This design comes from an exercise in tuning for small area, a short achievable clock period and few clock cycles per item on the open sky130 flow, not from production work. In this exercise RTL edits were held to simulation tests only and were not proved equivalent to the original.

==> flow/design.v, too long to show whole: its modules and the start of the top module <==
// module pi_ctrl: 222 lines
// module pi_mul: 2104 lines
// module bk_add32: 92 lines
// module bk_add33: 93 lines
// module bk_add41: 115 lines
// module bk_add64: 186 lines
// module bk_add65: 187 lines
module pi_ctrl (
    input  wire        clk,
    input  wire        rst,           
    input  wire        in_valid,
    output wire        in_ready,
    input  wire [31:0] ref_in,
    input  wire [31:0] fb_in,
    input  wire [31:0] trk_in,
    input  wire [31:0] trken_in,
    input  wire [31:0] lo_in,
    input  wire [31:0] hi_in,
    input  wire [4:0]  conn,          
    input  wire [31:0] kp,            
    input  wire [31:0] kit,           
    input  wire [31:0] lo_p,          
    input  wire [31:0] hi_p,          
    input  wire [4:0]  trk_bit,       
    input  wire        flag_clr,      
    output reg         out_valid,
    output reg  [31:0] y,
    output reg  [31:0] flg,
    output reg         sat
);
  // ...
==> flow/flow/run.sh <==
#!/bin/bash
# The standard layout, with plain buffers (buf_2) on the ports instead of
# the delay buffers buffer_ports would otherwise pick.
set -euo pipefail
export BUFFER_PORTS_ARGS="-buffer_cell sky130_fd_sc_hd__buf_2"
bash standard.sh > standard_flow.log 2>&1
==> flow/standard.sh <==
#!/bin/bash
# synth_recipe.tcl (not shown) runs the flow's synth.tcl, then flattens the netlist and writes it again
# the make line also repeats each setting of config.mk as NAME=value (left out here)
make -C /OpenROAD-flow-scripts/flow DESIGN_CONFIG=/design/flow/config.mk WORK_HOME=/design/flow/orfs CLKGATE_MAP_FILE= SYNTH_SCRIPT=/design/flow/synth_recipe.tcl "${@:-finish}"
==> flow/config.mk <==
export PLATFORM = sky130hd
export DESIGN_NAME = pi_ctrl
export DESIGN_NICKNAME = pi_ctrl
export VERILOG_FILES = /design/flow/design.v
export SDC_FILE = /design/flow/constraint.sdc
export NUM_CORES = 4
export LEC_CHECK = 0
export ABC_AREA = 1
export ABC_CLOCK_PERIOD_IN_PS = 10000
export CAP_MARGIN = 20
export CORE_MARGIN = 2
export CORE_UTILIZATION = 60
export SETUP_SLACK_MARGIN = 2
export SLEW_MARGIN = 20
==> flow/constraint.sdc <==
create_clock -name core_clock -period 44.0 [get_ports {clk}]
set_input_delay 8.8000 -clock core_clock [delete_from_list [all_inputs] [get_ports {clk}]]
set_output_delay 8.8000 -clock core_clock [all_outputs]
set_load 0.01 [all_outputs]
==> impl_metrics.toml, run 1 <==
[final_layout]
nNonClkBuffers = 590
clk_share_pct = 2.86
buf_share_pct = 3.24
areaGrowthSynthToFinish_pct = 6.82
inv_count = 2144
multi_input_area_share_pct = 65.8

[yosys]
yosys_warnings = 1
synth_top_cell_by_area = "fa_1"
synth_top_family_by_area = "adder cells"
synthXorXnorAreaFrac_pct = 11.0

[critical_path]
critical_path.max_fanout = 32
cp_num_cells = 30
arrival_ps = 10740
reg2reg_from = "yb[15]"
crit_end = "kd2[63]"
slowest_stage = "inv_2"
path_delay_family = "adder cells"
r2r_slack_ps = 33850

[placement]
pre_cts_ws_ps = 33610
placed_cells = 14900

[status]
status = "timing/DRC/antenna clean"

[routing]
vias = 99200

[global_routing]
grt_pass1_vias = 99000
use_met1_pct = 55.1

[min_path]
hold_end = "hi2[23]"

[sta]
worst_slew_margin_rel_pct = 15.9
hold_violations = 0
finalSetupTns_ps = 0
layout_setup_ws_ps = 33850

[cts]
cts-resized-gates = 0
clock_latency_ps = 780
cts_setup_buffers = 0

[die]
die_area_sq_um = 173000
taps = 2218
core-area_sq_um = 169000
Testbench counts, summed over its fixed seeds: cycles 16,547, execs 16,000.
==> module pi_ctrl, before the edit <==
module pi_ctrl (
    input  wire        clk,
    input  wire        rst,           
    input  wire        in_valid,
    output wire        in_ready,
    input  wire [31:0] ref_in,
    input  wire [31:0] fb_in,
    input  wire [31:0] trk_in,
    input  wire [31:0] trken_in,
    input  wire [31:0] lo_in,
    input  wire [31:0] hi_in,
    input  wire [4:0]  conn,          
    input  wire [31:0] kp,            
    input  wire [31:0] kit,           
    input  wire [31:0] lo_p,          
    input  wire [31:0] hi_p,          
    input  wire [4:0]  trk_bit,       
    input  wire        flag_clr,      
    output reg         out_valid,
    output reg  [31:0] y,
    output reg  [31:0] flg,
    output reg         sat
);
    localparam signed [63:0] S64_MAX = 64'sh7FFF_FFFF_FFFF_FFFF;
    localparam signed [63:0] S64_MIN = -64'sh7FFF_FFFF_FFFF_FFFF - 64'sd1;
    reg        rst_q;
    always @(posedge clk) rst_q <= rst;
    reg        rdy_q;                 
    reg        rdy_o;                 
    reg        adjq;                  
    reg        v1;
    reg [31:0] ref1, fb1, trk1, loi1, hii1, lop1, hip1, kp1, kit1;
    reg [4:0]  conn1;
    reg        fclr1;
    reg        track1;                
    assign in_ready = rdy_o;
    wire kp_same = v1 && (kp == kp1);
    always @(posedge clk) begin
        if (rst) begin
            rdy_q <= 1'b1;
            rdy_o <= 1'b1;
            adjq  <= 1'b0;
            v1    <= 1'b0;
        end else begin
            rdy_q <= !(in_valid && rdy_q && !kp_same);
            rdy_o <= !(in_valid && rdy_o && !kp_same);
            adjq  <= in_valid && !adjq && !kp_same;
            if (rdy_q) v1 <= in_valid;
        end
        if (rdy_q) begin
            ref1   <= ref_in;
            fb1    <= fb_in;
            trk1   <= trk_in;
            track1 <= conn[2] && trken_in[trk_bit];
            loi1   <= lo_in;
            hii1   <= hi_in;
            lop1   <= lo_p;
            hip1   <= hi_p;
            kp1    <= kp;
            kit1   <= kit;
            conn1  <= conn;
            fclr1  <= flag_clr;
        end
    end
    wire adjA  = adjq;                
    wire normA = v1 && !adjq;         
    wire signed [31:0] ref_s = ref1;
    wire signed [31:0] fb_s  = conn1[0] ? fb1  : 32'd0;
    wire signed [31:0] trk_s = conn1[1] ? trk1 : 32'd0;
    wire               tracking = track1;
    wire signed [32:0] e_full;
    wire               e_co;
    bk_add33 u_esub (.a({ref_s[31], ref_s}), .b(~{fb_s[31], fb_s}), .cin(1'b1), .s(e_full), .cout(e_co));
    wire signed [31:0] e = (e_full[32] != e_full[31]) ?
                           (e_full[32] ? 32'sh8000_0000 : 32'sh7FFF_FFFF) : e_full[31:0];
    wire signed [31:0] lo_ps = lop1;
    wire signed [31:0] hi_ps = hip1;
    wire signed [31:0] lo_is = loi1;
    wire signed [31:0] hi_is = hii1;
    wire signed [31:0] lo = (conn1[3] && lo_is > lo_ps) ? lo_is : lo_ps;
    wire signed [31:0] hi = (conn1[4] && hi_is < hi_ps) ? hi_is : hi_ps;
    wire signed [32:0] dkp;
    wire               dkp_co;
    bk_add33 u_dkp (.a({kpb[31], kpb}), .b(~{kp1[31], kp1}), .cin(1'b1), .s(dkp), .cout(dkp_co));
    wire kit_nz = |kit1;
    wire e_nz   = |e;
    wire dpos_a = kit_nz && e_nz && (kit1[31] == e[31]);
    wire dneg_a = kit_nz && e_nz && (kit1[31] != e[31]);
    reg        adjb, normb;
    reg [31:0] kpb, yb;
    reg [32:0] xb;
    reg [31:0] lob, hib, trkb;
    reg        trackb, fclrb, dposb, dnegb;
    always @(posedge clk) begin
        if (rst) begin
            adjb  <= 1'b0;
            normb <= 1'b0;
        end else begin
            adjb  <= adjA;
            normb <= normA;
        end
        if (rst_q) begin
            kpb <= 32'd0;
            yb  <= 32'd0;
        end else if (normA) begin
            kpb <= kp1;
            yb  <= e;
        end
        xb     <= adjA ? dkp : {kit1[31], kit1};
        lob    <= lo;
        hib    <= hi;
        trkb   <= trk_s;
        trackb <= tracking;
        fclrb  <= fclr1;
        dposb  <= dpos_a;
        dnegb  <= dneg_a;
    end
    wire [63:0] pa;                   
    wire [64:0] pb;                   
    pi_mul u_mul (.x0(kpb), .x1(xb), .y(yb), .p0(pa), .p1(pb));
    wire signed [31:0] lo_m  = lob;
    wire signed [31:0] hi_m  = hib;
    wire signed [31:0] trk_m = trkb;
    wire signed [31:0] t_lo  = (trk_m < lo_m) ? lo_m : trk_m;
    wire signed [31:0] t     = (t_lo > hi_m) ? hi_m : t_lo;
    reg        adj2, norm2;
    reg [63:0] kpe2;
    reg [64:0] kd2;
    reg [31:0] lo2, hi2, t2;
    reg        trk2, limt2, fclr2, lohi2, dpos2, dneg2;
    always @(posedge clk) begin
        if (rst) begin
            adj2  <= 1'b0;
            norm2 <= 1'b0;
        end else begin
            adj2  <= adjb;
            norm2 <= normb;
        end
        kpe2  <= pa;
        kd2   <= pb;
        lo2   <= lob;
        hi2   <= hib;
        t2    <= t;
        trk2  <= trackb;
        limt2 <= (t != trk_m);
        fclr2 <= fclrb;
        lohi2 <= lo_m > hi_m;
        dpos2 <= dposb;
        dneg2 <= dnegb;
    end
    reg signed [63:0] i_q;            
    reg               lim_order_q;    
    wire signed [63:0] kpe  = kpe2;
    wire signed [64:0] kd   = kd2;
    wire signed [31:0] lo_c = lo2;
    wire signed [31:0] hi_c = hi2;
    wire signed [64:0] acc = {kpe[63], kpe} + {i_q[63], i_q};
    wire               s_neg  = acc[64];
    wire               rnd_up = acc[23] && (!s_neg || (|acc[22:0]));
    wire signed [40:0] q;
    wire               q_co;
    bk_add41 u_rnd (.a(acc[64:24]), .b(41'd0), .cin(rnd_up), .s(q), .cout(q_co));
    wire               q_hi   = !q[40] && (|q[39:31]);
    wire               q_lo   = q[40] && !(&q[39:31]);
    wire signed [31:0] v = q_hi ? 32'sh7FFF_FFFF : q_lo ? 32'sh8000_0000 : q[31:0];
    wire signed [64:0] k_hi = {{9{hi_c[31]}}, hi_c, 1'b1, 22'd0, hi_c[31]};
    wire               lo_le0 = lo_c[31] || !(|lo_c);
    wire signed [31:0] lo_m1;
    wire               lo_m1_co;
    bk_add32 u_lom1 (.a(lo_c), .b(32'hFFFF_FFFF), .cin(1'b0), .s(lo_m1), .cout(lo_m1_co));
    wire signed [64:0] k_lo = {{9{lo_m1[31]}}, lo_m1, 1'b1, 22'd0, lo_le0};
    wire               v_gt_hi = (acc >= k_hi) && (hi_c != 32'sh7FFF_FFFF);
    wire               v_lt_lo = (acc <  k_lo) && (lo_c != 32'sh8000_0000);
    wire signed [31:0] y_n = v_lt_lo ? (lohi2 ? hi_c : lo_c) : (v_gt_hi ? hi_c : v);
    wire               limited_n = (y_n != v);
    wire               hold  = (v_gt_hi && dpos2) || (v_lt_lo && dneg2);
    wire signed [65:0] sum   = {{2{i_q[63]}}, i_q} + {kd[64], kd};
    wire               sum_ovf = (sum[65:63] != 3'b000) && (sum[65:63] != 3'b111);
    wire signed [63:0] i_sum = !sum_ovf ? sum[63:0] : (sum[65] ? S64_MIN : S64_MAX);
    wire signed [41:0] lo42    = {{10{lo_c[31]}}, lo_c};
    wire signed [41:0] hi42    = {{10{hi_c[31]}}, hi_c};
    wire signed [41:0] i_top   = {{2{i_q[63]}}, i_q[63:24]};
    wire               i_lo_l  = i_top < lo42;
    wire               i_hi_g  = (i_top > hi42) ||
                                 ((i_top == hi42) && (|i_q[23:0]));
    wire signed [41:0] s_top   = sum[65:24];
    wire               s_lo_l  = s_top < lo42;
    wire               s_hi_g  = (s_top > hi42) ||
                                 ((s_top == hi42) && (|sum[23:0]));
    wire               x_lo_l  = hold ? i_lo_l : s_lo_l;
    wire               x_hi_g  = hold ? i_hi_g : s_hi_g;
    wire signed [63:0] lo_acc  = {{8{lo_c[31]}}, lo_c, 24'd0};
    wire signed [63:0] hi_acc  = {{8{hi_c[31]}}, hi_c, 24'd0};
    wire signed [63:0] i_n = x_lo_l ? (lohi2 ? hi_acc : lo_acc) :
                             x_hi_g ? hi_acc : (hold ? i_q : i_sum);
    wire signed [31:0] t_c = t2;
    wire signed [63:0] i_t;
    wire               i_t_co;
    bk_add64 u_it (.a({{8{t_c[31]}}, t_c, 24'd0}), .b(~kpe), .cin(1'b1), .s(i_t), .cout(i_t_co));
    wire lim_sticky = (lim_order_q && !fclr2) || lohi2;
    wire limited    = trk2 ? limt2 : limited_n;
    always @(posedge clk) begin
        if (rst)
            out_valid <= 1'b0;
        else
            out_valid <= norm2;
        if (rst_q) begin
            i_q         <= 64'd0;
            lim_order_q <= 1'b0;
        end else begin
            if (adj2)
                i_q <= i_sum;
            else if (norm2)
                i_q <= trk2 ? i_t : i_n;
            if (norm2)
                lim_order_q <= lim_sticky;
        end
        y   <= trk2 ? t_c : y_n;
        flg <= {16'd0, 7'd0, lim_sticky, 6'd0, trk2, limited};
        sat <= trk2 ? limt2 : (limited_n || q_hi || q_lo);
    end
endmodule
==> inputs of run 2 (changes only) <==
--- a/flow/design.v
+++ b/flow/design.v
@@ -81,48 +81,61 @@
     wire signed [31:0] hi = (conn1[4] && hi_is < hi_ps) ? hi_is : hi_ps;
     wire signed [32:0] dkp;
     wire               dkp_co;
     bk_add33 u_dkp (.a({kpb[31], kpb}), .b(~{kp1[31], kp1}), .cin(1'b1), .s(dkp), .cout(dkp_co));
     wire kit_nz = |kit1;
     wire e_nz   = |e;
     wire dpos_a = kit_nz && e_nz && (kit1[31] == e[31]);
     wire dneg_a = kit_nz && e_nz && (kit1[31] != e[31]);
+    wire [32:0] ey = {e, 1'b0};
+    wire [15:0] e_one, e_two, e_neg;
+    genvar gi;
+    generate for (gi = 0; gi < 16; gi = gi + 1) begin : g_enc
+        assign e_one[gi] = ey[2*gi+1] ^ ey[2*gi];
+        assign e_two[gi] = (ey[2*gi+2] & ~ey[2*gi+1] & ~ey[2*gi]) | (~ey[2*gi+2] & ey[2*gi+1] & ey[2*gi]);
+        assign e_neg[gi] = ey[2*gi+2];
+    end endgenerate
     reg        adjb, normb;
-    reg [31:0] kpb, yb;
+    reg [31:0] kpb;
+    reg [15:0] y1b, y2b, ynb;
     reg [32:0] xb;
     reg [31:0] lob, hib, trkb;
     reg        trackb, fclrb, dposb, dnegb;
     always @(posedge clk) begin
         if (rst) begin
             adjb  <= 1'b0;
             normb <= 1'b0;
         end else begin
             adjb  <= adjA;
             normb <= normA;
         end
         if (rst_q) begin
             kpb <= 32'd0;
-            yb  <= 32'd0;
+            y1b <= 16'd0;
+            y2b <= 16'd0;
+            ynb <= 16'd0;
         end else if (normA) begin
             kpb <= kp1;
-            yb  <= e;
+            y1b <= e_one;
+            y2b <= e_two;
+            ynb <= e_neg;
         end
         xb     <= adjA ? dkp : {kit1[31], kit1};
         lob    <= lo;
         hib    <= hi;
         trkb   <= trk_s;
         trackb <= tracking;
         fclrb  <= fclr1;
         dposb  <= dpos_a;
         dnegb  <= dneg_a;
     end
     wire [63:0] pa;                   
     wire [64:0] pb;                   
-    pi_mul u_mul (.x0(kpb), .x1(xb), .y(yb), .p0(pa), .p1(pb));
+    pi_mul u_mul (.x0(kpb), .x1(xb), .b_one(y1b), .b_two(y2b), .b_neg(ynb), .p0(pa), .p1(pb));
     wire signed [31:0] lo_m  = lob;
     wire signed [31:0] hi_m  = hib;
     wire signed [31:0] trk_m = trkb;
     wire signed [31:0] t_lo  = (trk_m < lo_m) ? lo_m : trk_m;
     wire signed [31:0] t     = (t_lo > hi_m) ? hi_m : t_lo;
     reg        adj2, norm2;
     reg [63:0] kpe2;
     reg [64:0] kd2;
@@ -218,28 +231,23 @@
         y   <= trk2 ? t_c : y_n;
         flg <= {16'd0, 7'd0, lim_sticky, 6'd0, trk2, limited};
         sat <= trk2 ? limt2 : (limited_n || q_hi || q_lo);
     end
 endmodule
 module pi_mul (
     input  wire [31:0] x0,
     input  wire [32:0] x1,
-    input  wire [31:0] y,
+    input  wire [15:0] b_one,
+    input  wire [15:0] b_two,
+    input  wire [15:0] b_neg,
     output wire [63:0] p0,
     output wire [64:0] p1
 );
-    wire [32:0] yy = {y, 1'b0};
-    wire [15:0] b_one, b_two, b_neg;
     genvar g;
-    generate for (g = 0; g < 16; g = g + 1) begin : enc
-        assign b_one[g] = yy[2*g+1] ^ yy[2*g];
-        assign b_two[g] = (yy[2*g+2] & ~yy[2*g+1] & ~yy[2*g]) | (~yy[2*g+2] & yy[2*g+1] & yy[2*g]);
-        assign b_neg[g] = yy[2*g+2];
-    end endgenerate
     wire [33:0] xe0 = {x0[31], x0, 1'b0};
     wire [32:0] pp0_0;
     generate for (g = 0; g < 33; g = g + 1) begin : gsel0_0
         assign pp0_0[g] = ((b_one[0] & xe0[g+1]) | (b_two[0] & xe0[g])) ^ b_neg[0];
     end endgenerate
     wire [32:0] pp0_1;
     generate for (g = 0; g < 33; g = g + 1) begin : gsel0_1
         assign pp0_1[g] = ((b_one[1] & xe0[g+1]) | (b_two[1] & xe0[g])) ^ b_neg[1];
==> flow/config.mk (replaced) <==
export PLATFORM = sky130hd
export DESIGN_NAME = pi_ctrl
export DESIGN_NICKNAME = pi_ctrl
export VERILOG_FILES = /design/flow/design.v
export SDC_FILE = /design/flow/constraint.sdc
export NUM_CORES = 4
export LEC_CHECK = 0
export ABC_AREA = 1
export ABC_CLOCK_PERIOD_IN_PS = 10000
export CAP_MARGIN = 20
export CORE_MARGIN = 2
export CORE_UTILIZATION = 50
export SETUP_SLACK_MARGIN = 2
export SLEW_MARGIN = 20
==> impl_metrics.toml, run 2 <==
[global_routing]
grt_antenna_before_repair = 26
grt_usage_pct = 41.3
gr-total-overflow = 0
grt_pass1_wl_um = 627000
grt_max_degree = 180
grt_pass1_vias = 93200

[yosys]
yosys-top-cells-area = "fa_1 19%, ha_1 11%, dfxtp_1 11%"
synth_common_cells = "2067 x inv_1, 1886 x nand2_1, 1222 x xor2_1"
synthMuxAreaShare_pct = 0.0983
synth_simple_gate_area_share_pct = 13.2
synth_fa_ha_area_share_pct = 30.0
synth_top_family_by_area = "adder cells"
async_flop_share_pct = 0
yosysMostFrequentCell = "inv_1"
syn_area_sq_um = 102000
synth_seq_cells = 849
ys.flop_type = "dfxtp_1"
yosys_warnings = 1
synth_top_cell_by_area = "fa_1"
synth.distinct_cells = 81
synth-seq-area-share_pct = 19.6
synth_edf_count = 294
synth_compound_area_share_pct = 14.7
syn-mean-instance-area_sq_um = 8.07
synth_top_cell_area_share_pct = 18.8
synthXorXnorAreaFrac_pct = 11.6
synth_cells = 12600

[critical_path]
cp_num_buf_inv = 1
critical_path.max_fanout = 2
arrival_ps = 1270
startpoint = "rdy_o"
reg2reg_depth = 25
end_kind = "output port"
critPathMaxStageDelay_ps = 370
path_class = "register to output port"
path_delay_family = "flip-flops"
cp_cell_sequence = "buf_2"
start_kind = "register"
cp_num_cells = 1
r2r-end = "kd2[63]"
slowest_stage = "dfxtp_1"
crit_end = "in_ready"
r2r_slack_ps = 35320
reg2reg_from = "y2b[4]"
critPathRequiredTime_ps = 35200

[routing]
drc = 0
drt_wl_total_um = 435000
wire_per_inst_um = 28.3
drt_pre_antenna_iters = 8
viasPerCell = 6.11
vias = 94100
ant_nets = 0
drtIter0Drc = 10600

[cts]
cts_setup_buffers = 0
cts.path.max_buffers = 3
cts_hold_buffers = 0
cts-root-buf = "clkbuf_16"
clock_latency_ps = 800
clk_pin_slew_ps = 60
cts_tree = "built"
cts_sinks = 849
numCtsBuffers = 97
cts-resized-gates = 0
cts-htree-levels = 3

[final_layout]
reg.largest.list = "kd2: 65 flops, i_q: 64 flops, kpe2: 64 flops"
layout_commonest_cell = "inv_1"
largest_reg_flops = 65
drive_gt1_share_pct = 8.15
areaGrowthSynthToFinish_pct = 7.41
top_register = "kd2"
fin_cells = 15400
final_nets = 14800
post-route-util_pct = 54.0
final_cell_mix = "2042 x inv_1, 1886 x nand2_1, 1221 x xor2_1"

[sta]
rsz0062_at_grt = "no"
report.final.slew_viol_count = 0
setup-violations-final = 0
whs_ps = 330
worst_slew_margin_rel_pct = 17.0
clock.fmax_ghz = 0.0993
min_period_over_period_pct = 22.9
fin_crit_ps = 10070
tightest_slew_ps = 1240
finalSetupTns_ps = 0
fin_skew_ps = 83.0
hold_violations = 0

[placement]
placed_cells = 15200
hpwl_um = 325000
place_congestion = 1.02
portBuffers = 371

[die]
io_pins = 401
die_x_um = 455
core-area_sq_um = 202000
start_util_pct = 50.3
fp-row-count = 165
dieHeight_um = 455
die_area_sq_um = 207000

[flow_run]
drv_cap = 0

[status]
status = "timing/DRC/antenna clean"

[min_path]
min_path_type = "register to register"
run 2: layout make-up:
cell class                      instances  area [sq um]
Multi-Input combinational cell       8959         71100
Sequential cell                       849         20000
Clock inverter                         53           668
Clock buffer                          128          2740
Fill cell                           19100         93000
Antenna cell                           32          80.1
Timing Repair Buffer                  570          3380
Tap cell                             2672          3340
Inverter                             2129          8010
run 2: through the flow:
step / setup slack, ps / cell area (sq um)
after floorplan: 33990 / 102000
after global placement: 33360 / 106000
after detailed placement: 33350 / 106000
after CTS: 33890 / 109000
after global routing: 33880 / 109000
final: 33930 / 109000
run 2: worst reg2reg max path, stage by stage, from the launching register on:
cell      delay [ps]
dfxtp_1          620
clkinv_2         710
buf_4            590
o22ai_1          340
xor2_1           250
fa_1             450
fa_1             570
fa_1             440
fa_1             410
fa_1             520
fa_1             590
inv_1             60
ha_1             330
inv_1             70
o31ai_1          250
inv_1            150
o221ai_1         380
a211oi_1         140
o21ai_0          110
a21oi_1          160
o31ai_1          540
nand2_1          100
nand2_1          150
a31oi_1          120
fa_1             390
xnor2_1          130
run 2: logic make-up after synthesis:
group / after synthesis
buf+inv: 2825
flops: 849
mux: 9
fa+ha+maj: 1872
compound gates: 2540
other cells: 1
xor+xnor: 1346
simple gates: 3163
run 2: worst min-delay path by stage:
stage,start,to,depth (start not counted),slack (ps)
floorplan,dnegb,dneg2,0,310
global placement,dposb,dpos2,0,310
detailed placement,dnegb,dneg2,0,320
CTS,fclrb,fclr2,0,340
global route,fclrb,fclr2,0,340
finish,dnegb,dneg2,0,330
run 2: layer usage:
metal / wire [um] / vias up / track usage (%)
met3: 52900 / 1686 / 13.3
met2: 186000 / 6040 / 62.5
met1: 162000 / 45000 / 50.8
li1: - / 41300 / -
met4: 34500 / 22 / 26.4
met5: 138 / - / 0
Testbench counts of run 2, summed over its fixed seeds: cycles 16,547, execs 16,000.
==> inputs of run 3 (changes only) <==
--- a/flow/config.mk
+++ b/flow/config.mk
@@ -12,2 +12,4 @@
 export CORE_UTILIZATION = 50
+export CTS_CLUSTER_DIAMETER = 120
+export CTS_CLUSTER_SIZE = 24
 export SETUP_SLACK_MARGIN = 2
==> impl_metrics.toml, run 3 <==
[status]
status = "timing/DRC/antenna clean"

[sta]
fin_skew_ps = 46.1
clock.fmax_ghz = 0.0994
rsz0062_at_grt = "no"
tightest_slew_ps = 1300
hold_violations = 0
fin_crit_ps = 10060
min_period_over_period_pct = 22.9
report.final.slew_viol_count = 0
setup-violations-final = 0
worst_slew_margin_rel_pct = 12.9
finalSetupTns_ps = 0

[final_layout]
areaGrowthSynthToFinish_pct = 5.68
drive_gt1_share_pct = 7.44
top_register = "kd2"
final_nets = 14800
reg.largest.list = "kd2: 65 flops, i_q: 64 flops, kpe2: 64 flops"
final_cell_mix = "2042 x inv_1, 1886 x nand2_1, 1222 x xor2_1"
largest_reg_flops = 65
post-route-util_pct = 53.2
layout_commonest_cell = "inv_1"
fin_cells = 15300

[critical_path]
path_class = "register to output port"
end_kind = "output port"
slowest_stage = "dfxtp_1"
cp_cell_sequence = "buf_2"
critPathMaxStageDelay_ps = 380
cp_num_buf_inv = 1
start_kind = "register"
arrival_ps = 1260
path_delay_family = "flip-flops"
critical_path.max_fanout = 2
critPathRequiredTime_ps = 35200

[global_routing]
grt_usage_pct = 41.1
gr-total-overflow = 0
grt_pass1_vias = 92700
grt_antenna_before_repair = 26
grt_pass1_wl_um = 624000
grt_max_degree = 180

[cts]
cts_sinks = 849
cts_hold_buffers = 0
clock_latency_ps = 750
clk_pin_slew_ps = 90
cts-root-buf = "clkbuf_16"
cts-resized-gates = 0
cts.path.max_buffers = 3
numCtsBuffers = 49
cts_tree = "built"
cts_setup_buffers = 0
cts-htree-levels = 2

[routing]
drt_wl_total_um = 434000
wire_per_inst_um = 28.4
vias = 93900
viasPerCell = 6.14
drt_pre_antenna_iters = 9
drc = 0
drtIter0Drc = 10200
ant_nets = 0

[yosys]
synth-seq-area-share_pct = 19.6
yosysMostFrequentCell = "inv_1"
yosys_warnings = 1
async_flop_share_pct = 0
yosys-top-cells-area = "fa_1 19%, ha_1 11%, dfxtp_1 11%"
synth_cells = 12600
synth_top_cell_area_share_pct = 18.8
synth_common_cells = "2067 x inv_1, 1886 x nand2_1, 1222 x xor2_1"
synth_edf_count = 294
syn-mean-instance-area_sq_um = 8.07
synth.distinct_cells = 81
synth_top_cell_by_area = "fa_1"
syn_area_sq_um = 102000
synth_seq_cells = 849
ys.flop_type = "dfxtp_1"

[min_path]
min_path_type = "register to register"

[die]
dieHeight_um = 455
fp-row-count = 165
die_x_um = 455
start_util_pct = 50.3
die_area_sq_um = 207000
core-area_sq_um = 202000
io_pins = 401

[placement]
hpwl_um = 325000
place_congestion = 1.02
portBuffers = 371
placed_cells = 15200

[flow_run]
drv_cap = 0
run 3: cell type report:
cell class	count	area [sq um]
Fill cell	19300	94800
Multi-Input combinational cell	8959	71100
Sequential cell	849	20000
Inverter	2129	8010
Timing Repair Buffer	570	3390
Tap cell	2672	3340
Clock buffer	69	1340
Clock inverter	17	303
Antenna cell	27	67.6
run 3: cell families after synthesis:
group | after synthesis | share of synthesized area, %
multiplexers | 9 | 0.0983
flip-flops | 849 | 19.6
AND/OR/NAND/NOR | 3163 | 13.2
XOR/XNOR | 1346 | 11.6
other | 1 | 0.00368
AO/OA/AOI/OAI | 2540 | 14.7
buffers and inverters | 2825 | 10.7
adder cells (fa/ha/maj) | 1872 | 30.0
run 3: final timing paths:
| kind | startpoint | depth (start not counted) | end | slack [ps] |
|---|---|---|---|---|
| hold reg to reg | dnegb | 0 | dneg2 | 340 |
| setup / recovery | rdy_o | 1 | in_ready | 33940 |
| setup reg to reg | y2b[4] | 25 | kd2[63] | 35330 |
| hold / removal | dnegb | 0 | dneg2 | 340 |
run 3: through the flow:
stage	setup slack, ps	hold slack, ps	cell area [sq um]
4_1_cts	33910	341	107000
5_1_grt	33900	348	108000
3_5_place_dp	33350	318	106000
2_1_floorplan	33990	310	102000
6_report	33940	336	108000
3_3_place_gp	33360	313	106000
run 3: per-layer routing:
layer  part of all wire, %  routed length, um  global-route usage (%)
met3                    12              51500                    12.8
met4                   7.8              33900                    26.1
met1                    38             163000                    50.7
met5                 0.043                185                   0.207
met2                    43             185000                    62.3
==> inputs of run 4 (changes only) <==
--- a/flow/config.mk
+++ b/flow/config.mk
@@ -12,4 +12,4 @@
 export CORE_UTILIZATION = 50
-export CTS_CLUSTER_DIAMETER = 120
-export CTS_CLUSTER_SIZE = 24
+export CTS_CLUSTER_DIAMETER = 100
+export CTS_CLUSTER_SIZE = 20
 export SETUP_SLACK_MARGIN = 2
==> impl_metrics.toml, run 4 <==
[status]
status = "timing/DRC/antenna clean"

[cts]
clk_pin_slew_ps = 90
cts-root-buf = "clkbuf_16"
cts-htree-levels = 2
clock_latency_ps = 780
cts_sinks = 849
cts_setup_buffers = 0
cts.path.max_buffers = 3
cts-resized-gates = 0
cts_hold_buffers = 0
numCtsBuffers = 58
cts_tree = "built"

[critical_path]
critPathMaxStageDelay_ps = 370
r2r-end = "kd2[63]"
path_delay_family = "flip-flops"
cp_cell_sequence = "buf_2"
critPathRequiredTime_ps = 35200
reg2reg_depth = 25
cp_num_buf_inv = 1
path_class = "register to output port"
slowest_stage = "dfxtp_1"
start_kind = "register"
end_kind = "output port"
reg2reg_from = "y2b[4]"
critical_path.max_fanout = 2
arrival_ps = 1280
r2r_slack_ps = 35300

[routing]
drt_wl_total_um = 434000
viasPerCell = 6.13
drtIter0Drc = 10400
vias = 93900
drt_pre_antenna_iters = 7
drc = 0
ant_nets = 0
wire_per_inst_um = 28.3

[global_routing]
grt_pass1_vias = 92700
gr-total-overflow = 0
grt_antenna_before_repair = 26
grt_pass1_wl_um = 624000
grt_usage_pct = 41.1
grt_max_degree = 180

[yosys]
synth_top_cell_area_share_pct = 18.8
synth_cells = 12600
yosys_warnings = 1
synth-seq-area-share_pct = 19.6
yosysMostFrequentCell = "inv_1"
async_flop_share_pct = 0
ys.flop_type = "dfxtp_1"
synth_top_cell_by_area = "fa_1"
synth_common_cells = "2067 x inv_1, 1886 x nand2_1, 1222 x xor2_1"
synth_edf_count = 294
syn-mean-instance-area_sq_um = 8.07
syn_area_sq_um = 102000
yosys-top-cells-area = "fa_1 19%, ha_1 11%, dfxtp_1 11%"
synth.distinct_cells = 81
synth_seq_cells = 849

[flow_run]
drv_cap = 0

[placement]
portBuffers = 371
pre_cts_ws_ps = 33350
place_congestion = 1.02
hpwl_um = 325000

[min_path]
hold_end = "dneg2"
min_path_type = "register to register"
hp-start = "dnegb"
hold_depth = 0

[sta]
fin_crit_ps = 10080
min_period_over_period_pct = 22.9
finalSetupTns_ps = 0
setup-violations-final = 0
rsz0062_at_grt = "no"
clock.fmax_ghz = 0.0992
hold_violations = 0
fin_skew_ps = 51.2
layout_setup_ws_ps = 33920
report.final.slew_viol_count = 0
tightest_slew_ps = 1220
worst_slew_margin_rel_pct = 18.5

[die]
dieHeight_um = 455
core-area_sq_um = 202000
die_x_um = 455
start_util_pct = 50.3
fp-row-count = 165
io_pins = 401
die_area_sq_um = 207000

[final_layout]
largest_reg_flops = 65
reg.largest.list = "kd2: 65 flops, i_q: 64 flops, kpe2: 64 flops"
final_nets = 14800
final_cell_mix = "2042 x inv_1, 1886 x nand2_1, 1221 x xor2_1"
layout_commonest_cell = "inv_1"
top_register = "kd2"
drive_gt1_share_pct = 7.55
areaGrowthSynthToFinish_pct = 5.97
[run 4: cell counts after synthesis]
No cell type changed its count.
[run 4: cell families after synthesis]
family | synth area share, %
fa+ha+maj | 30.0
compound gates | 14.7
simple gates | 13.2
mux | 0.0983
buf+inv | 10.7
xor+xnor | 11.6
flops | 19.6
other cells | 0.00368
[run 4: worst reg2reg max path, delay by kind of cell, from the launching register on]
family          cells  cell delay, ps
buf+inv             5            1570
fa+ha+maj           8            3680
compound gates      8            2100
simple gates        2             250
xor+xnor            2             390
flops               1             620
[run 4: metal layers]
metal	routed length [um]	vias to the layer above	track usage, %
met5	179	-	0
met4	34100	26	26.0
li1	-	41100	-
met1	163000	44900	50.8
met3	51200	1691	12.5
met2	185000	6063	62.4
[run 4: final cells by class]
| cell class | instances | area [sq um] |
|---|---|---|
| clock buffer | 83 | 1580 |
| sequential | 849 | 20000 |
| clock inverter | 23 | 359 |
| fill | 19300 | 94500 |
| inverter | 2129 | 8010 |
| tap | 2672 | 3340 |
| multi-input combinational | 8959 | 71100 |
| timing repair buffer | 570 | 3390 |
| antenna | 29 | 72.6 |
[run 4: worst max-delay path by stage]
stage / slack (ps) / cells after the start / from / to
floorplan: 33990 / 5 / kp[1] / rdy_q
global placement: 33360 / 7 / kp[1] / rdy_o
detailed placement: 33350 / 6 / kp[1] / rdy_q
finish: 33920 / 1 / rdy_o / in_ready
global route: 33860 / 1 / rdy_o / in_ready
CTS: 33870 / 1 / rdy_o / in_ready
[run 4: per-stage QoR]
step / cell area [sq um] / hold WS, ps / cells / util, %
2_1_floorplan: 102000 / 310 / 12600 / -
3_3_place_gp: 106000 / 313 / 15200 / 52.3
3_5_place_dp: 106000 / 318 / 15200 / 52.3
4_1_cts: 108000 / 340 / 15300 / 53.2
5_1_grt: 108000 / 346 / 15300 / 53.3
6_report: 108000 / 335 / 15300 / 53.3
==> inputs of run 5 (changes only) <==
--- a/flow/design.v
+++ b/flow/design.v
@@ -189,3 +189,5 @@
     wire               hold  = (v_gt_hi && dpos2) || (v_lt_lo && dneg2);
-    wire signed [65:0] sum   = {{2{i_q[63]}}, i_q} + {kd[64], kd};
+    wire signed [65:0] sum;
+    wire               sum_co;
+    bk_add66 u_sum (.a({{2{i_q[63]}}, i_q}), .b({kd[64], kd}), .cin(1'b0), .s(sum), .cout(sum_co));
     wire               sum_ovf = (sum[65:63] != 3'b000) && (sum[65:63] != 3'b111);
@@ -3007 +3009,191 @@
 endmodule
+module bk_add66 (input wire [65:0] a, input wire [65:0] b, input wire cin,
+    output wire [65:0] s, output wire cout);
+    wire [65:0] p0 = a ^ b;
+    wire [65:0] g0 = a & b;
+    wire gc0 = g0[0] | (p0[0] & cin);
+    wire gn1 = g0[1] | (p0[1] & gc0);
+    wire gn2 = g0[3] | (p0[3] & g0[2]);
+    wire pn2 = p0[3] & p0[2];
+    wire gn3 = g0[5] | (p0[5] & g0[4]);
+    wire pn3 = p0[5] & p0[4];
+    wire gn4 = g0[7] | (p0[7] & g0[6]);
+    wire pn4 = p0[7] & p0[6];
+    wire gn5 = g0[9] | (p0[9] & g0[8]);
+    wire pn5 = p0[9] & p0[8];
+    wire gn6 = g0[11] | (p0[11] & g0[10]);
+    wire pn6 = p0[11] & p0[10];
+    wire gn7 = g0[13] | (p0[13] & g0[12]);
+    wire pn7 = p0[13] & p0[12];
+    wire gn8 = g0[15] | (p0[15] & g0[14]);
+    wire pn8 = p0[15] & p0[14];
+    wire gn9 = g0[17] | (p0[17] & g0[16]);
+    wire pn9 = p0[17] & p0[16];
+    wire gn10 = g0[19] | (p0[19] & g0[18]);
+    wire pn10 = p0[19] & p0[18];
+    wire gn11 = g0[21] | (p0[21] & g0[20]);
+    wire pn11 = p0[21] & p0[20];
+    wire gn12 = g0[23] | (p0[23] & g0[22]);
+    wire pn12 = p0[23] & p0[22];
+    wire gn13 = g0[25] | (p0[25] & g0[24]);
+    wire pn13 = p0[25] & p0[24];
+    wire gn14 = g0[27] | (p0[27] & g0[26]);
+    wire pn14 = p0[27] & p0[26];
+    wire gn15 = g0[29] | (p0[29] & g0[28]);
+    wire pn15 = p0[29] & p0[28];
+    wire gn16 = g0[31] | (p0[31] & g0[30]);
+    wire pn16 = p0[31] & p0[30];
+    wire gn17 = g0[33] | (p0[33] & g0[32]);
+    wire pn17 = p0[33] & p0[32];
+    wire gn18 = g0[35] | (p0[35] & g0[34]);
+    wire pn18 = p0[35] & p0[34];
+    wire gn19 = g0[37] | (p0[37] & g0[36]);
+    wire pn19 = p0[37] & p0[36];
+    wire gn20 = g0[39] | (p0[39] & g0[38]);
+    wire pn20 = p0[39] & p0[38];
+    wire gn21 = g0[41] | (p0[41] & g0[40]);
+    wire pn21 = p0[41] & p0[40];
+    wire gn22 = g0[43] | (p0[43] & g0[42]);
+    wire pn22 = p0[43] & p0[42];
+    wire gn23 = g0[45] | (p0[45] & g0[44]);
+    wire pn23 = p0[45] & p0[44];
+    wire gn24 = g0[47] | (p0[47] & g0[46]);
+    wire pn24 = p0[47] & p0[46];
+    wire gn25 = g0[49] | (p0[49] & g0[48]);
+    wire pn25 = p0[49] & p0[48];
+    wire gn26 = g0[51] | (p0[51] & g0[50]);
+    wire pn26 = p0[51] & p0[50];
+    wire gn27 = g0[53] | (p0[53] & g0[52]);
+    wire pn27 = p0[53] & p0[52];
+    wire gn28 = g0[55] | (p0[55] & g0[54]);
+    wire pn28 = p0[55] & p0[54];
+    wire gn29 = g0[57] | (p0[57] & g0[56]);
+    wire pn29 = p0[57] & p0[56];
+    wire gn30 = g0[59] | (p0[59] & g0[58]);
+    wire pn30 = p0[59] & p0[58];
+    wire gn31 = g0[61] | (p0[61] & g0[60]);
+    wire pn31 = p0[61] & p0[60];
+    wire gn32 = g0[63] | (p0[63] & g0[62]);
+    wire pn32 = p0[63] & p0[62];
+    wire gn33 = g0[65] | (p0[65] & g0[64]);
+    wire pn33 = p0[65] & p0[64];
+    wire gn34 = gn2 | (pn2 & gn1);
+    wire gn35 = gn4 | (pn4 & gn3);
+    wire pn35 = pn4 & pn3;
+    wire gn36 = gn6 | (pn6 & gn5);
+    wire pn36 = pn6 & pn5;
+    wire gn37 = gn8 | (pn8 & gn7);
+    wire pn37 = pn8 & pn7;
+    wire gn38 = gn10 | (pn10 & gn9);
+    wire pn38 = pn10 & pn9;
+    wire gn39 = gn12 | (pn12 & gn11);
+    wire pn39 = pn12 & pn11;
+    wire gn40 = gn14 | (pn14 & gn13);
+    wire pn40 = pn14 & pn13;
+    wire gn41 = gn16 | (pn16 & gn15);
+    wire pn41 = pn16 & pn15;
+    wire gn42 = gn18 | (pn18 & gn17);
+    wire pn42 = pn18 & pn17;
+    wire gn43 = gn20 | (pn20 & gn19);
+    wire pn43 = pn20 & pn19;
+    wire gn44 = gn22 | (pn22 & gn21);
+    wire pn44 = pn22 & pn21;
+    wire gn45 = gn24 | (pn24 & gn23);
+    wire pn45 = pn24 & pn23;
+    wire gn46 = gn26 | (pn26 & gn25);
+    wire pn46 = pn26 & pn25;
+    wire gn47 = gn28 | (pn28 & gn27);
+    wire pn47 = pn28 & pn27;
+    wire gn48 = gn30 | (pn30 & gn29);
+    wire pn48 = pn30 & pn29;
+    wire gn49 = gn32 | (pn32 & gn31);
+    wire pn49 = pn32 & pn31;
+    wire gn50 = gn35 | (pn35 & gn34);
+    wire gn51 = gn37 | (pn37 & gn36);
+    wire pn51 = pn37 & pn36;
+    wire gn52 = gn39 | (pn39 & gn38);
+    wire pn52 = pn39 & pn38;
+    wire gn53 = gn41 | (pn41 & gn40);
+    wire pn53 = pn41 & pn40;
+    wire gn54 = gn43 | (pn43 & gn42);
+    wire pn54 = pn43 & pn42;
+    wire gn55 = gn45 | (pn45 & gn44);
+    wire pn55 = pn45 & pn44;
+    wire gn56 = gn47 | (pn47 & gn46);
+    wire pn56 = pn47 & pn46;
+    wire gn57 = gn49 | (pn49 & gn48);
+    wire pn57 = pn49 & pn48;
+    wire gn58 = gn51 | (pn51 & gn50);
+    wire gn59 = gn53 | (pn53 & gn52);
+    wire pn59 = pn53 & pn52;
+    wire gn60 = gn55 | (pn55 & gn54);
+    wire pn60 = pn55 & pn54;
+    wire gn61 = gn57 | (pn57 & gn56);
+    wire pn61 = pn57 & pn56;
+    wire gn62 = gn59 | (pn59 & gn58);
+    wire gn63 = gn61 | (pn61 & gn60);
+    wire pn63 = pn61 & pn60;
+    wire gn64 = gn63 | (pn63 & gn62);
+    wire gn65 = gn60 | (pn60 & gn62);
+    wire gn66 = gn52 | (pn52 & gn58);
+    wire gn67 = gn54 | (pn54 & gn62);
+    wire gn68 = gn56 | (pn56 & gn65);
+    wire gn69 = gn36 | (pn36 & gn50);
+    wire gn70 = gn38 | (pn38 & gn58);
+    wire gn71 = gn40 | (pn40 & gn66);
+    wire gn72 = gn42 | (pn42 & gn62);
+    wire gn73 = gn44 | (pn44 & gn67);
+    wire gn74 = gn46 | (pn46 & gn65);
+    wire gn75 = gn48 | (pn48 & gn68);
+    wire gn76 = gn3 | (pn3 & gn34);
+    wire gn77 = gn5 | (pn5 & gn50);
+    wire gn78 = gn7 | (pn7 & gn69);
+    wire gn79 = gn9 | (pn9 & gn58);
+    wire gn80 = gn11 | (pn11 & gn70);
+    wire gn81 = gn13 | (pn13 & gn66);
+    wire gn82 = gn15 | (pn15 & gn71);
+    wire gn83 = gn17 | (pn17 & gn62);
+    wire gn84 = gn19 | (pn19 & gn72);
+    wire gn85 = gn21 | (pn21 & gn67);
+    wire gn86 = gn23 | (pn23 & gn73);
+    wire gn87 = gn25 | (pn25 & gn65);
+    wire gn88 = gn27 | (pn27 & gn74);
+    wire gn89 = gn29 | (pn29 & gn68);
+    wire gn90 = gn31 | (pn31 & gn75);
+    wire gn91 = gn33 | (pn33 & gn64);
+    wire gn92 = g0[2] | (p0[2] & gn1);
+    wire gn93 = g0[4] | (p0[4] & gn34);
+    wire gn94 = g0[6] | (p0[6] & gn76);
+    wire gn95 = g0[8] | (p0[8] & gn50);
+    wire gn96 = g0[10] | (p0[10] & gn77);
+    wire gn97 = g0[12] | (p0[12] & gn69);
+    wire gn98 = g0[14] | (p0[14] & gn78);
+    wire gn99 = g0[16] | (p0[16] & gn58);
+    wire gn100 = g0[18] | (p0[18] & gn79);
+    wire gn101 = g0[20] | (p0[20] & gn70);
+    wire gn102 = g0[22] | (p0[22] & gn80);
+    wire gn103 = g0[24] | (p0[24] & gn66);
+    wire gn104 = g0[26] | (p0[26] & gn81);
+    wire gn105 = g0[28] | (p0[28] & gn71);
+    wire gn106 = g0[30] | (p0[30] & gn82);
+    wire gn107 = g0[32] | (p0[32] & gn62);
+    wire gn108 = g0[34] | (p0[34] & gn83);
+    wire gn109 = g0[36] | (p0[36] & gn72);
+    wire gn110 = g0[38] | (p0[38] & gn84);
+    wire gn111 = g0[40] | (p0[40] & gn67);
+    wire gn112 = g0[42] | (p0[42] & gn85);
+    wire gn113 = g0[44] | (p0[44] & gn73);
+    wire gn114 = g0[46] | (p0[46] & gn86);
+    wire gn115 = g0[48] | (p0[48] & gn65);
+    wire gn116 = g0[50] | (p0[50] & gn87);
+    wire gn117 = g0[52] | (p0[52] & gn74);
+    wire gn118 = g0[54] | (p0[54] & gn88);
+    wire gn119 = g0[56] | (p0[56] & gn68);
+    wire gn120 = g0[58] | (p0[58] & gn89);
+    wire gn121 = g0[60] | (p0[60] & gn75);
+    wire gn122 = g0[62] | (p0[62] & gn90);
+    wire gn123 = g0[64] | (p0[64] & gn64);
+    wire [65:0] cc = {gn123, gn64, gn122, gn90, gn121, gn75, gn120, gn89, gn119, gn68, gn118, gn88, gn117, gn74, gn116, gn87, gn115, gn65, gn114, gn86, gn113, gn73, gn112, gn85, gn111, gn67, gn110, gn84, gn109, gn72, gn108, gn83, gn107, gn62, gn106, gn82, gn105, gn71, gn104, gn81, gn103, gn66, gn102, gn80, gn101, gn70, gn100, gn79, gn99, gn58, gn98, gn78, gn97, gn69, gn96, gn77, gn95, gn50, gn94, gn76, gn93, gn34, gn92, gn1, gc0, cin};
+    assign s = p0 ^ cc;
+    assign cout = gn91;
+endmodule
--- a/flow/config.mk
+++ b/flow/config.mk
@@ -12,4 +12,4 @@
 export CORE_UTILIZATION = 50
-export CTS_CLUSTER_DIAMETER = 100
-export CTS_CLUSTER_SIZE = 20
+export CTS_CLUSTER_DIAMETER = 120
+export CTS_CLUSTER_SIZE = 24
 export SETUP_SLACK_MARGIN = 2
==> impl_metrics.toml, run 5 <==
[flow_run]
drv_cap = 0

[yosys]
yosys_warnings = 1
synth_common_cells = "2007 x inv_1, 1805 x nand2_1, 1198 x xor2_1"
syn-mean-instance-area_sq_um = 8.14
syn_area_sq_um = 100000
synth_cells = 12300
async_flop_share_pct = 0
yosysMostFrequentCell = "inv_1"
synth.distinct_cells = 69
synth-seq-area-share_pct = 19.9
synth_seq_cells = 849
yosys-top-cells-area = "fa_1 20%, ha_1 11%, dfxtp_1 11%"
synth_edf_count = 294
synth_top_cell_by_area = "fa_1"
synth_top_cell_area_share_pct = 19.7
ys.flop_type = "dfxtp_1"

[sta]
finalSetupTns_ps = 0
fin_crit_ps = 10060
fin_skew_ps = 127
tightest_slew_ps = 1170
clock.fmax_ghz = 0.0994
whs_ps = 340
worst_slew_margin_rel_pct = 21.5
setup-violations-final = 0
layout_setup_ws_ps = 33940
report.final.slew_viol_count = 0
hold_violations = 0
min_period_over_period_pct = 22.9
rsz0062_at_grt = "no"

[final_layout]
largest_reg_flops = 65
final_area_sq_um = 106000
drive_gt1_share_pct = 6.58
final_cell_mix = "1993 x inv_1, 1805 x nand2_1, 1198 x xor2_1"
areaGrowthSynthToFinish_pct = 5.65
top_register = "kd2"
final_nets = 14500
reg.largest.list = "kd2: 65 flops, i_q: 64 flops, kpe2: 64 flops"
fillers = 19000
layout_commonest_cell = "inv_1"
sequential_cell_area_sq_um = 20000
multi_input_area_sq_um = 69700

[cts]
cts_hold_buffers = 0
cts_setup_buffers = 0
clock_latency_ps = 780
cts-htree-levels = 2
cts-resized-gates = 0
cts_sinks = 849
numCtsBuffers = 48
cts-root-buf = "clkbuf_16"
cts_tree = "built"
clk_pin_slew_ps = 100
cts.path.max_buffers = 3

[critical_path]
r2r_slack_ps = 34560
reg2reg_depth = 31
arrival_ps = 1260
slowest_stage = "dfxtp_1"
critPathRequiredTime_ps = 35200
cp_cell_sequence = "buf_2"
end_kind = "output port"
reg2reg_from = "kpe2[43]"
critical_path.max_fanout = 1
r2r-end = "i_q[61]"
start_kind = "register"
critPathMaxStageDelay_ps = 310
path_class = "register to output port"
cp_num_buf_inv = 1
path_delay_family = "flip-flops"

[die]
core-area_sq_um = 199000
dieHeight_um = 452
die_x_um = 452
die_area_sq_um = 204000
io_pins = 401
fp-row-count = 164
start_util_pct = 50.2

[routing]
drtIter0Drc = 11500
ant_nets = 0
wire_per_inst_um = 29.1
drt_wl_total_um = 436000
vias = 92400
viasPerCell = 6.18
drt_pre_antenna_iters = 9
drc = 0

[placement]
portBuffers = 371
pre_cts_ws_ps = 33530
hpwl_um = 324000
place_congestion = 1.02
place_area_sq_um = 104000

[min_path]
hold_depth = 0
hp-start = "dposb"
hold_end = "dpos2"
min_path_type = "register to register"

[global_routing]
grt_max_degree = 95
grt_pass1_vias = 92500
grt_antenna_before_repair = 27
gr-total-overflow = 0
grt_pass1_wl_um = 628000
grt_usage_pct = 42.0

[status]
status = "timing/DRC/antenna clean"
## run 5: changes by cell type in the layout (fill, tap and decap cells not counted), moves of 26 or more
cell     delta
nand2_1    -81
nand3_1    +59
inv_1      -49
nand2_2    -48
nor2_1     -41
fa_1       +32
xnor2_1    -30
nor2_2     -26
## run 5: worst register-to-register path: cells and delay by family, from the launching register on
family                     cells  cell delay, ps
DFF                            1             870
xor gates and xnor gates       1             740
buffers and inverters          3             970
AOI/OAI and AO/OA              1             150
adders and majority gates      2             760
and+or+nand+nor               24            5790
## run 5: layer usage
metal	vias up	track usage (%)	part of all wire (%)
met5	-	0	0.040
met4	20	28.0	8.4
met3	1714	12.2	12
met2	6178	64.0	43
met1	44300	51.5	37
li1	40100	-	-
## run 5: worst max path at each step
stage          startpoint        end  slack [ps]  cells after the start
2_1_floorplan  trk_bit[0]     track1       33920                      9
4_1_cts         out_valid  out_valid       33910                      1
3_3_place_gp   trk_bit[0]     track1       33390                      8
6_report        out_valid  out_valid       33940                      1
5_1_grt         out_valid  out_valid       33940                      1
3_5_place_dp   trk_bit[0]     track1       33530                      8
## run 5: through the flow
stage	std cells	util, %
2_1_floorplan	12300	-
3_3_place_gp	14900	52.3
3_5_place_dp	14900	52.3
4_1_cts	14900	53.0
5_1_grt	14900	53.1
6_report	14900	53.1
## run 5: cell families (layout without fill, tap and decap cells)
kind of cell | after synthesis | count (layout) | share of synthesized area (%)
flip-flops | 849 | 849 | 19.9
multiplexers | 7 | 7 | 0.0787
adder cells (fa/ha/maj) | 1902 | 1902 | 31.1
XOR/XNOR | 1286 | 1286 | 11.2
AO/OA/AOI/OAI | 2479 | 2479 | 14.5
buffers and inverters | 2779 | 2735 | 10.6
other | 1 | 39 | 0.00374
AND/OR/NAND/NOR | 2996 | 2996 | 12.5
## run 5: final cells by class
| class | count | share of cell area (%) |
|---|---|---|
| Multi-Input combinational cell | 8699 | 65.9 |
| Clock buffer | 69 | 1.22 |
| Timing Repair Buffer | 575 | 3.21 |
| Antenna cell | 10 | 0.0236 |
| Tap cell | 2656 | 3.14 |
| Inverter | 2076 | 7.38 |
| Clock inverter | 15 | 0.261 |
| Sequential cell | 849 | 18.9 |
Testbench counts of run 5, summed over its fixed seeds: cycles 16,547, execs 16,000.
==> inputs of run 6 (changes only) <==
--- a/flow/config.mk
+++ b/flow/config.mk
@@ -12,4 +12,4 @@
 export CORE_UTILIZATION = 50
-export CTS_CLUSTER_DIAMETER = 120
-export CTS_CLUSTER_SIZE = 24
+export CTS_CLUSTER_DIAMETER = 100
+export CTS_CLUSTER_SIZE = 20
 export SETUP_SLACK_MARGIN = 2
==> impl_metrics.toml, run 6 <==
[critical_path]
critical_path.max_fanout = 1
r2r-end = "i_q[57]"
slowest_stage = "dfxtp_1"
reg2reg_depth = 37
end_kind = "output port"
path_delay_family = "flip-flops"
arrival_ps = 1230
critPathMaxStageDelay_ps = 340
reg2reg_from = "lo2[1]"
critPathRequiredTime_ps = 35200
start_kind = "register"
path_class = "register to output port"
cp_num_buf_inv = 1
r2r_slack_ps = 34580
cp_cell_sequence = "buf_2"

[placement]
portBuffers = 371
pre_cts_ws_ps = 33530
hpwl_um = 324000
place_congestion = 1.02

[min_path]
min_path_type = "register to register"
hp-start = "dposb"
hold_depth = 0
hold_end = "dpos2"

[routing]
routed-wl-met2_um = 186000
wire_per_inst_um = 29.2
drc = 0
drt_wl_total_um = 437000
m1WireLength_um = 162000
ant_nets = 0
vias = 92800
wl_met3_um = 51100
viasPerCell = 6.20
drtIter0Drc = 11900
drt_pre_antenna_iters = 9
top_layer = "met5"

[yosys]
yosys-top-cells-area = "fa_1 20%, ha_1 11%, dfxtp_1 11%"
synth_fa_ha_area_share_pct = 31.1
async_flop_share_pct = 0
synth_top_cell_by_area = "fa_1"
synth_simple_gate_area_share_pct = 12.5
ys.flop_type = "dfxtp_1"
syn-mean-instance-area_sq_um = 8.14
yosysMostFrequentCell = "inv_1"
synth_common_cells = "2007 x inv_1, 1805 x nand2_1, 1198 x xor2_1"
synthXorXnorAreaFrac_pct = 11.2
synth_top_cell_area_share_pct = 19.7
synth_top_family_by_area = "adder cells"
synthMuxAreaShare_pct = 0.0787
syn_area_sq_um = 100000
synth.distinct_cells = 69
yosys_warnings = 1
synth_compound_area_share_pct = 14.5
synth_cells = 12300
synth-seq-area-share_pct = 19.9
synth_edf_count = 294
synth_seq_cells = 849

[global_routing]
grt_pass1_wl_um = 630000
grt_antenna_before_repair = 26
gr-total-overflow = 0
grt_usage_pct = 42.1
grt_max_degree = 95
grt_pass1_vias = 92600

[final_layout]
largest_reg_flops = 65
layout_commonest_cell = "inv_1"
fillers = 19000
reg.largest.list = "kd2: 65 flops, i_q: 64 flops, kpe2: 64 flops"
areaGrowthSynthToFinish_pct = 6.02
top_register = "kd2"
final_cell_mix = "1993 x inv_1, 1805 x nand2_1, 1198 x xor2_1"
drive_gt1_share_pct = 6.74
final_nets = 14500

[sta]
min_period_over_period_pct = 22.8
worst_slew_margin_rel_pct = 22.8
fin_crit_ps = 10030
report.final.slew_viol_count = 0
clock.fmax_ghz = 0.0997
fin_skew_ps = 63.4
setup-violations-final = 0
finalSetupTns_ps = 0
rsz0062_at_grt = "no"
layout_setup_ws_ps = 33970
tightest_slew_ps = 1150
hold_violations = 0

[die]
core-area_sq_um = 199000
die_x_um = 452
dieHeight_um = 452
die_area_sq_um = 204000
fp-row-count = 164
io_pins = 401
start_util_pct = 50.2

[cts]
cts_tree = "built"
cts-root-buf = "clkbuf_16"
cts.path.max_buffers = 3
clk_pin_slew_ps = 90
cts_hold_buffers = 0
numCtsBuffers = 58
cts-htree-levels = 2
clock_latency_ps = 780
cts_setup_buffers = 0
cts_sinks = 849
cts-resized-gates = 0

[flow_run]
drv_cap = 0

[status]
status = "timing/DRC/antenna clean"
## run 6: cells by family (layout without fill, tap and decap cells)
| group | count (synthesis) | count (layout) |
|---|---|---|
| mux | 7 | 7 |
| simple gates | 2996 | 2996 |
| flops | 849 | 849 |
| compound gates | 2479 | 2479 |
| xor+xnor | 1286 | 1286 |
| fa+ha+maj | 1902 | 1902 |
| other cells | 1 | 49 |
| buf+inv | 2779 | 2753 |
## run 6: metal layers
metal	up-vias	GRT usage (%)
met3	1817	12.2
li1	40200	-
met1	44600	51.6
met4	16	28.4
met2	6206	63.9
met5	-	0.326
## run 6: stage by stage
stage               util [%]  instance area (sq um)  hold WS, ps  std cells
floorplan                  -                 100000          310      12300
global placement        52.3                 104000          314      14900
detailed placement      52.3                 104000          323      14900
CTS                     53.2                 106000          343      15000
global route            53.2                 106000          348      15000
finish                  53.2                 106000          337      15000
## run 6: worst max path at each step
stage	startpoint	end	slack, ps	cells past startpoint
global route	y[1]	y[1]	33930	1
floorplan	trk_bit[0]	track1	33920	9
global placement	trk_bit[0]	track1	33390	8
CTS	y[8]	y[8]	33920	1
detailed placement	trk_bit[0]	track1	33530	8
finish	y[1]	y[1]	33970	1
## run 6: area by class of cell
cell class | count | area, sq um | share of cell area, %
clock buffer | 78 | 1570 | 1.48
tap | 2656 | 3320 | 3.13
sequential | 849 | 20000 | 18.8
antenna | 20 | 50.0 | 0.0471
timing repair buffer | 576 | 3410 | 3.21
inverter | 2076 | 7810 | 7.36
multi-input combinational | 8699 | 69700 | 65.7
clock inverter | 23 | 323 | 0.304

-- separate check: timing with driven ports --
No port has a modelled driver above. Below, the same layouts with a new extraction and two added sets of constraints.
Step 1, drivers: a clkbuf_16 drives clk and a buf_2 each remaining input, both assumed.
Step 2, shift: input delay + t, output delay - t, t = (earliest + latest rising clock arrival at the registers) / 2. This alone moves slack from input paths to output paths.
Slacks: ideal / step 1 / step 2; pairs: ideal / step 1.
run	shift t [ns]	setup slack, ns	worst register clock-pin slew, ns
run 1	0.833	33.853 / 33.853 / 33.630	0.07 / 0.07
run 2	0.857	33.925 / 33.828 / 33.325	0.08 / 0.08
run 3	0.817	33.944 / 33.852 / 33.294	0.11 / 0.11
run 4	0.849	33.919 / 33.823 / 33.347	0.09 / 0.09
run 5	0.811	33.944 / 33.846 / 33.529	0.11 / 0.11
run 6	0.835	33.969 / 33.878 / 33.521	0.10 / 0.10
After both steps every run listed still meets setup and hold. For run 3, which loses most, drivers alone change the setup slack by -0.092 ns; drivers and shift together by -0.650 ns.
